This design comes from an exercise in tuning for small area and few clock cycles per item on the open sky130 flow, not from production work. The RTL was checked by simulation tests, not by an equivalence proof against the original design.

==> raven <==
## aes128_core
module aes128_core (
  input  wire         clk,
  input  wire         rst,         
  input  wire         in_valid,
  output wire         in_ready,
  input  wire [127:0] in_key,
  input  wire [127:0] in_block,
  output reg          out_valid,
  input  wire         out_ready,
  output wire [127:0] out_block
);
==> module aes128_core, before the edit <==
module aes128_core (
  input  wire         clk,
  input  wire         rst,         
  input  wire         in_valid,
  output wire         in_ready,
  input  wire [127:0] in_key,
  input  wire [127:0] in_block,
  output reg          out_valid,
  input  wire         out_ready,
  output wire [127:0] out_block
);
  reg         busy;
  reg  [3:0]  round;       
  reg [127:0] state;       
  reg [127:0] rkey;        
  wire accept = in_valid && in_ready;
  assign in_ready = !busy && (!out_valid || out_ready);
  reg [7:0] rcon;
  always @* begin
    case (round)
      4'd1:    rcon = 8'h01;
      4'd2:    rcon = 8'h02;
      4'd3:    rcon = 8'h04;
      4'd4:    rcon = 8'h08;
      4'd5:    rcon = 8'h10;
      4'd6:    rcon = 8'h20;
      4'd7:    rcon = 8'h40;
      4'd8:    rcon = 8'h80;
      4'd9:    rcon = 8'h1b;
      default: rcon = 8'h36;
    endcase
  end
  wire [127:0] s_next;     
  wire [127:0] k_next;     
  aes_round u_round (
    .s_in(state), .k_in(rkey), .rcon(rcon),
    .s_out(s_next), .s_last(out_block), .k_out(k_next)
  );
  always @(posedge clk) begin
    if (rst) begin
      busy      <= 1'b0;
      round     <= 4'd0;
      out_valid <= 1'b0;
    end else begin
      if (out_valid && out_ready)
        out_valid <= 1'b0;
      if (accept) begin
        busy  <= 1'b1;
        round <= 4'd1;
      end else if (busy) begin
        if (round == 4'd9) begin
          busy      <= 1'b0;
          round     <= 4'd0;
          out_valid <= 1'b1;
        end else begin
          round <= round + 4'd1;
        end
      end
    end
  end
  always @(posedge clk) begin
    if (accept) begin
      state <= in_block ^ in_key;
      rkey  <= in_key;
    end else if (busy) begin
      state <= s_next;
      rkey  <= k_next;
    end
  end
endmodule
==> module aes_round, before the edit <==
module aes_round (
  input  wire [127:0] s_in,
  input  wire [127:0] k_in,
  input  wire [7:0]   rcon,
  output wire [127:0] s_out,
  output wire [127:0] s_last,
  output wire [127:0] k_out
);
  genvar i, b, n;
  wire [31:0] kw0 = k_in[127:96];
  wire [31:0] kw1 = k_in[95:64];
  wire [31:0] kw2 = k_in[63:32];
  wire [31:0] kw3 = k_in[31:0];
  wire [31:0] rot = {kw3[23:0], kw3[31:24]};
  wire [31:0] sub;
  wire [31:0] nw0, nw1, nw2, nw3, t0;
  generate
    for (i = 0; i < 4; i = i + 1) begin : g_ks
      aes_sbox u_sbox (.in(rot[31-8*i -: 8]), .out(sub[31-8*i -: 8]));
    end
    for (b = 0; b < 32; b = b + 1) begin : g_kx
      if (b >= 24) begin : g_rc
        g_xor2 u_rc (.a(kw0[b]), .b(rcon[b-24]), .y(t0[b]));
      end else begin : g_norc
        assign t0[b] = kw0[b];
      end
      g_xor2 u_w0 (.a(t0[b]),  .b(sub[b]), .y(nw0[b]));
      g_xor2 u_w1 (.a(kw1[b]), .b(nw0[b]), .y(nw1[b]));
      g_xor2 u_w2 (.a(kw2[b]), .b(nw1[b]), .y(nw2[b]));
      g_xor2 u_w3 (.a(kw3[b]), .b(nw2[b]), .y(nw3[b]));
    end
  endgenerate
  assign k_out = {nw0, nw1, nw2, nw3};
  wire [127:0] sb;
  generate
    for (i = 0; i < 16; i = i + 1) begin : g_sub
      aes_sbox u_sbox (.in(s_in[127-8*i -: 8]), .out(sb[127-8*i -: 8]));
    end
  endgenerate
  wire [127:0] sr;
  generate
    for (i = 0; i < 16; i = i + 1) begin : g_shift
      localparam integer R = i % 4;
      localparam integer C = i / 4;
      localparam integer SRC = 4 * ((C + R) % 4) + R;
      assign sr[127-8*i -: 8] = sb[127-8*SRC -: 8];
    end
  endgenerate
  generate
    for (b = 0; b < 128; b = b + 1) begin : g_ark
      g_xor2 u_h (.a(sr[b]), .b(k_out[b]), .y(s_last[b]));
    end
  endgenerate
  generate
    for (i = 0; i < 4; i = i + 1) begin : g_mix
      wire [31:0] a = sr[127-32*i -: 32];
      wire [31:0] h = s_last[127-32*i -: 32];
      wire [31:0] u;        
      wire [31:0] x;        
      wire [7:0]  t;
      wire [31:0] f;
      for (b = 0; b < 4; b = b + 1) begin : g_byte
        localparam integer HI = 31 - 8*b;              
        localparam integer NX = 31 - 8*((b + 1) % 4);  
        wire [7:0] ub = u[HI -: 8];
        for (n = 0; n < 8; n = n + 1) begin : g_u
          g_xor2 u_u (.a(a[HI-7+n]), .b(a[NX-7+n]), .y(u[HI-7+n]));
        end
        assign x[HI-7] = ub[7];
        g_xor2 u_x1 (.a(ub[0]), .b(ub[7]), .y(x[HI-6]));
        assign x[HI-5] = ub[1];
        g_xor2 u_x3 (.a(ub[2]), .b(ub[7]), .y(x[HI-4]));
        g_xor2 u_x4 (.a(ub[3]), .b(ub[7]), .y(x[HI-3]));
        assign x[HI:HI-2] = ub[6:4];
        for (n = 0; n < 8; n = n + 1) begin : g_o
          g_xor2 u_f (.a(t[n]), .b(x[HI-7+n]), .y(f[HI-7+n]));
          g_xor2 u_o (.a(f[HI-7+n]), .b(h[HI-7+n]), .y(s_out[127-32*i-8*b-7+n]));
        end
      end
      for (b = 0; b < 8; b = b + 1) begin : g_t
        g_xor2 u_t (.a(u[24+b]), .b(u[8+b]), .y(t[b]));
      end
    end
  endgenerate
endmodule
make LEC_CHECK=0 CAP_MARGIN=20 CORE_MARGIN=2 CORE_UTILIZATION=45 PLACE_DENSITY=0.55 SLEW_MARGIN=20 SYNTH_HIERARCHICAL=1 SYNTH_MINIMUM_KEEP_SIZE=0 finish   # period 8.0 ns
run.sh (not shown) runs the stock make flow with config.mk's settings and CLKGATE_MAP_FILE= SYNTH_SCRIPT=/design/flow/synth_recipe.tcl, a recipe that flattens the netlist after the stock synthesis.
==> inputs of yarrow, as changes to raven <==
--- a/flow/design.v
+++ b/flow/design.v
@@ -163,6 +163,5 @@
   assign in_ready = !busy && (!out_valid || out_ready);
-  reg [7:0] rcon;
+  reg [7:0] rcon;          
   always @* begin
     case (round)
-      4'd1:    rcon = 8'h01;
       4'd2:    rcon = 8'h02;
@@ -175,11 +174,14 @@
       4'd9:    rcon = 8'h1b;
-      default: rcon = 8'h36;
+      4'd10:   rcon = 8'h36;
+      default: rcon = 8'h01;
     endcase
   end
-  wire [127:0] s_next;     
-  wire [127:0] k_next;     
-  aes_round u_round (
-    .s_in(state), .k_in(rkey), .rcon(rcon),
-    .s_out(s_next), .s_last(out_block), .k_out(k_next)
+  wire [127:0] k_next;
+  aes_key_step u_key (.k_in(busy ? rkey : in_key), .rcon(rcon), .k_out(k_next));
+  wire [127:0] s_mixed;
+  aes_mix_ark u_mix (
+    .a(state), .k(rkey), .s_out(s_mixed), .s_last(out_block)
   );
+  wire [127:0] s_next;
+  aes_sub_shift u_sub (.s_in(busy ? s_mixed : (in_block ^ in_key)), .s_out(s_next));
   always @(posedge clk) begin
@@ -194,5 +196,5 @@
         busy  <= 1'b1;
-        round <= 4'd1;
+        round <= 4'd2;
       end else if (busy) begin
-        if (round == 4'd9) begin
+        if (round == 4'd10) begin
           busy      <= 1'b0;
@@ -207,6 +209,3 @@
   always @(posedge clk) begin
-    if (accept) begin
-      state <= in_block ^ in_key;
-      rkey  <= in_key;
-    end else if (busy) begin
+    if (accept || busy) begin
       state <= s_next;
@@ -216,11 +215,8 @@
 endmodule
-module aes_round (
-  input  wire [127:0] s_in,
+module aes_key_step (
   input  wire [127:0] k_in,
   input  wire [7:0]   rcon,
-  output wire [127:0] s_out,
-  output wire [127:0] s_last,
   output wire [127:0] k_out
 );
-  genvar i, b, n;
+  genvar i, b;
   wire [31:0] kw0 = k_in[127:96];
@@ -249,2 +245,8 @@
   assign k_out = {nw0, nw1, nw2, nw3};
+endmodule
+module aes_sub_shift (
+  input  wire [127:0] s_in,
+  output wire [127:0] s_out
+);
+  genvar i;
   wire [127:0] sb;
@@ -254,5 +256,2 @@
     end
-  endgenerate
-  wire [127:0] sr;
-  generate
     for (i = 0; i < 16; i = i + 1) begin : g_shift
@@ -261,8 +260,16 @@
       localparam integer SRC = 4 * ((C + R) % 4) + R;
-      assign sr[127-8*i -: 8] = sb[127-8*SRC -: 8];
+      assign s_out[127-8*i -: 8] = sb[127-8*SRC -: 8];
     end
   endgenerate
+endmodule
+module aes_mix_ark (
+  input  wire [127:0] a,
+  input  wire [127:0] k,
+  output wire [127:0] s_out,
+  output wire [127:0] s_last
+);
+  genvar i, b, n;
   generate
     for (b = 0; b < 128; b = b + 1) begin : g_ark
-      g_xor2 u_h (.a(sr[b]), .b(k_out[b]), .y(s_last[b]));
+      g_xor2 u_h (.a(a[b]), .b(k[b]), .y(s_last[b]));
     end
@@ -271,3 +278,3 @@
     for (i = 0; i < 4; i = i + 1) begin : g_mix
-      wire [31:0] a = sr[127-32*i -: 32];
+      wire [31:0] ac = a[127-32*i -: 32];
       wire [31:0] h = s_last[127-32*i -: 32];
@@ -282,3 +289,3 @@
         for (n = 0; n < 8; n = n + 1) begin : g_u
-          g_xor2 u_u (.a(a[HI-7+n]), .b(a[NX-7+n]), .y(u[HI-7+n]));
+          g_xor2 u_u (.a(ac[HI-7+n]), .b(ac[NX-7+n]), .y(u[HI-7+n]));
         end
==> flow/flow/run.sh (new file) <==
#!/bin/bash
# The standard layout, with the port buffers made of buf_1 cells rather than
# the delay-buffer cells that buffer_ports picks on its own.
set -euo pipefail
bash standard.sh BUFFER_PORTS_ARGS="-buffer_cell sky130_fd_sc_hd__buf_1" finish > flow_make.log 2>&1
==> flow/standard.sh (new file) <==
#!/bin/bash
# synth_recipe.tcl (not shown) runs the flow's synth.tcl, then flattens the netlist and writes it again
# the make line also repeats each setting of config.mk as NAME=value (left out here)
make -C /OpenROAD-flow-scripts/flow DESIGN_CONFIG=/design/flow/config.mk WORK_HOME=/design/flow/orfs CLKGATE_MAP_FILE= SYNTH_SCRIPT=/design/flow/synth_recipe.tcl "${@:-finish}"
- CORE_UTILIZATION: 45 -> 60
- PLACE_DENSITY: 0.55 -> 0.7
removed: flow/run.sh
==> flow_summary.yaml <==
detailed_routing:
  dr_wl_met3_um: 7720
  met2_length_um: 55800
synth:
  synthesis.nets: 4422
finish:
  syn_to_final_growth_pct: 11.2
placed_design:
  placed_cells: 5458
critical_path:
  crit_cells: 21
outcome:
  status: "timing/DRC/antenna clean"
the above is filed under yarrow

==> flow_summary.yaml <==
placed_design:
  placed_cells: 5957
outcome:
  status: "finished with violations"
  checkFailReasons: "setup timing"
sta:
  setup_violations: 30
  timing.final.ws_setup_ns: -0.408
detailed_routing:
  met2_length_um: 66500
the above is filed under raven

Testbench counts of raven, summed over its fixed seeds: cycles 19,208, items 1,920.
Testbench counts of yarrow, summed over its fixed seeds: cycles 19,208, items 1,920.

-- afterwards: timing with drivers on the ports --
The flow's constraints put no driver on any port. The routed layouts listed below were extracted and timed again, unchanged, in two steps.
Step 1: set_driving_cell puts a clkbuf_16 on clk and a buf_2 on each other input, an assumption about the parent block.
Step 2 times the ports against the registers' clock, not the clock port: input delays grow and output delays shrink by t, the midpoint of the rising clock arrivals with the driver on.
Three values: no drivers, after step 1, after step 2; two values: the first two.
| run | t, ns | setup WS [ns] | hold WS [ns] | worst data-port slew with drivers (ns) | pins driven straight from the clock port |
|---|---|---|---|---|---|
| raven | 0.653 | -0.408 / -0.471 / 0.183 | 0.583 / 0.583 / 0.583 | 0.14 | 1 |
| yarrow | 0.599 | 0.625 / 0.666 / 0.066 | 0.596 / 0.596 / 0.596 | 0.04 | 1 |
The setup slack of yarrow, which loses most, moves by +0.041 ns with the drivers and by -0.559 ns with both steps.
